What follows belongs to an exercise in optimizing a design on an open flow for small area and a short achievable clock period; a production flow would make more cautious choices.
Where RTL was checked, it was by simulation tests only, not by an equivalence proof against the original.
The clock port is modelled as an ideal driver; clocking choices that lean on that would not hold on a real chip.

## red
Design ecc_bch_codec, start of the top module:
module ecc_bch_codec (
    input  wire        clk,
    input  wire        rst,           
    input  wire        in_valid,
    input  wire [63:0] in_wdata,      
    input  wire [63:0] in_rdata,      
    input  wire [15:0] in_rcheck,     
    output reg         out_valid,
    output reg  [15:0] out_wcheck,    
    output reg  [63:0] out_data,      
    output reg         out_ce,        
    output reg         out_ue,        
    output reg  [1:0]  out_nbits      
);
==> flow/config.mk <==
export PLATFORM = sky130hd
export DESIGN_NAME = ecc_bch_codec
export DESIGN_NICKNAME = ecc_bch_codec
export VERILOG_FILES = /design/flow/design.v
export SDC_FILE = /design/flow/constraint.sdc
export NUM_CORES = 4
export LEC_CHECK = 0
export CAP_MARGIN = 20
export CORE_MARGIN = 2
export CORE_UTILIZATION = 40
export SLEW_MARGIN = 20
export SYNTH_HIERARCHICAL = 1
export SYNTH_MINIMUM_KEEP_SIZE = 0
==> flow/constraint.sdc <==
create_clock -name core_clock -period 34.0 [get_ports {clk}]
set_input_delay 6.8000 -clock core_clock [delete_from_list [all_inputs] [get_ports {clk}]]
set_output_delay 6.8000 -clock core_clock [all_outputs]
set_load 0.01 [all_outputs]
standard.sh (not shown) runs the stock make flow with config.mk's settings and CLKGATE_MAP_FILE= SYNTH_SCRIPT=/design/flow/synth_recipe.tcl, a recipe that flattens the netlist after the stock synthesis.
==> flow/flow/run.sh <==
#!/bin/bash
# Own layout flow: the standard ORFS flow (standard.sh, so the synthesis is
# the standard one), with these changes to how the layout is made:
#  - OpenROAD's timing repair aims at the setup slack in flow/margin.txt;
#  - the port buffers are sky130_fd_sc_hd__buf_1;
#  - any further make variables listed in flow/extra.txt (one per line);
#  - flow/post_cts.tcl, if present, runs at the end of ORFS's CTS step.
# The full make/ORFS output goes to orfs_make.log; ORFS keeps each step's log
# under orfs/logs/.
set -euo pipefail
MARGIN=$(cat flow/margin.txt)
EXTRA=()
if [[ -f flow/extra.txt ]]; then
  while IFS= read -r line; do [[ -n "$line" ]] && EXTRA+=("$line"); done < flow/extra.txt
fi
if [[ -f flow/post_cts.tcl ]]; then
  EXTRA+=("POST_CTS_TCL=$PWD/flow/post_cts.tcl")
fi
bash standard.sh \
  "SETUP_SLACK_MARGIN=${MARGIN}" \
  "BUFFER_PORTS_ARGS=-buffer_cell sky130_fd_sc_hd__buf_1" \
  "${EXTRA[@]}" \
  finish > orfs_make.log 2>&1
==> flow/flow/extra.txt <==
CTS_ARGS=-sink_clustering_enable -repair_clock_nets -buf_list sky130_fd_sc_hd__clkbuf_8 -dont_use_dummy_load
==> flow/flow/margin.txt <==
25.3
==> flow/flow/post_cts.tcl <==
# After CTS: a leaf clock buffer of the small type that drives many flip-flops
# is swapped for the larger clock buffer, to keep the flip-flop clock slew low.
set changed 0
foreach inst [get_cells clkbuf_*] {
  if {[get_property $inst ref_name] ne "sky130_fd_sc_hd__clkbuf_8"} { continue }
  set out [get_pins -of_objects $inst -filter "direction==output"]
  set n [llength [get_pins -of_objects [get_nets -of_objects $out] -filter "direction==input"]]
  if {$n >= 18} {
    puts "post_cts: [get_full_name $inst] drives $n pins, now sky130_fd_sc_hd__clkbuf_16"
    replace_cell $inst sky130_fd_sc_hd__clkbuf_16
    incr changed
  }
}
if {$changed} { detailed_placement }
Edits applied to the flow inputs when going from red to blue:
==> flow/flow/margin.txt <==
25.5
Notes after the runs:
Area occupied by multi-input gates in blue is 130 um^2 above red.
Reported for red and blue, number of cells on the critical path turned out identical to the last digit.
Between red and blue, the difference in number of global-route vias before repair is negligible.
Diff red -> blue: footprint of the flip-flops and latches now sits at about the same level, register-to-register slack went down 60 ps, routed wire length was more or less identical, data required time at the worst endpoint went up by 30 ps, number of DRC violations after detailed-routing iteration 0 fell by 39.
red reports its launching element of the worst setup path as in_rdata[3] while blue reports in_wdata[24].
Function was not checked in any run of this note: the RTL went through the layout flow alone.

---

Another version of the RTL of ecc_bch_codec (not shown whole).
Size in the first run: roughly 1300 cells after synthesis, roughly 180 flip-flops, about 12000 um2 of cells after synthesis.
==> flow/design.v (excerpt) <==
module ecc_bch_codec (
    input  wire        clk,
    input  wire        rst,           
    input  wire        in_valid,
    input  wire [63:0] in_wdata,      
    input  wire [63:0] in_rdata,      
    input  wire [15:0] in_rcheck,     
    output reg         out_valid,
    output reg  [15:0] out_wcheck,    
    output reg  [63:0] out_data,      
    output reg         out_ce,        
    output reg         out_ue,        
    output reg  [1:0]  out_nbits      
);
==> flow/config.mk <==
export PLATFORM = sky130hd
export DESIGN_NAME = ecc_bch_codec
export DESIGN_NICKNAME = ecc_bch_codec
export VERILOG_FILES = /design/flow/design.v
export SDC_FILE = /design/flow/constraint.sdc
export NUM_CORES = 4
export LEC_CHECK = 0
export CAP_MARGIN = 20
export CORE_MARGIN = 2
export CORE_UTILIZATION = 70
export SLEW_MARGIN = 20
export SYNTH_HIERARCHICAL = 1
export SYNTH_MINIMUM_KEEP_SIZE = 0
==> flow/constraint.sdc <==
create_clock -name core_clock -period 34.0 [get_ports {clk}]
set_input_delay 6.8000 -clock core_clock [delete_from_list [all_inputs] [get_ports {clk}]]
set_output_delay 6.8000 -clock core_clock [all_outputs]
set_load 0.01 [all_outputs]
==> flow/flow/margin.txt <==
25.5
Scripts as last shown in full above: flow/flow/run.sh, flow/flow/extra.txt, flow/flow/post_cts.tcl
The starting point passed the timing, DRC and antenna checks.
==> next run, changes <==
--- a/flow/config.mk
+++ b/flow/config.mk
@@ -8,5 +8,5 @@
 export CAP_MARGIN = 20
 export CORE_MARGIN = 2
-export CORE_UTILIZATION = 70
+export CORE_UTILIZATION = 55
 export SLEW_MARGIN = 20
 export SYNTH_HIERARCHICAL = 1
Result:
- The new run completed without violations
- via count fell by 11%
- hold slack gets worse by 6.8 ps
- wire length decreases by about 10%
- worst setup slack gets better by 130 ps

## what the ideal ports hide
The results above use ideal ports. As a check the final layouts listed here were re-extracted and re-timed, cells and wires unchanged. Step 1 assumes that a clkbuf_16 drives the clock port and a buf_2 every other input. Step 2, shift: input delay + t, output delay - t, t = (earliest + latest rising clock arrival at the registers) / 2. This alone moves slack from input paths to output paths. Slacks: no drivers / after step 1 / after step 2; pairs: no drivers / after step 1.
run | t, ns | slack for setup (ns) | clock arrival spread, ns
red | 0.497 | 25.393 / 25.417 / 24.920 | 0.034 / 0.034
blue | 0.500 | 25.554 / 25.573 / 25.072 | 0.036 / 0.037
the first run of note 2 | 0.494 | 25.430 / 25.440 / 24.946 | 0.035 / 0.035
the second run of note 2 | 0.509 | 25.555 / 25.556 / 25.047 | 0.035 / 0.036
After both steps every run listed still meets setup and hold. For the second run of note 2, which loses most, drivers alone change the setup slack by +0.001 ns; drivers and shift together by -0.508 ns.
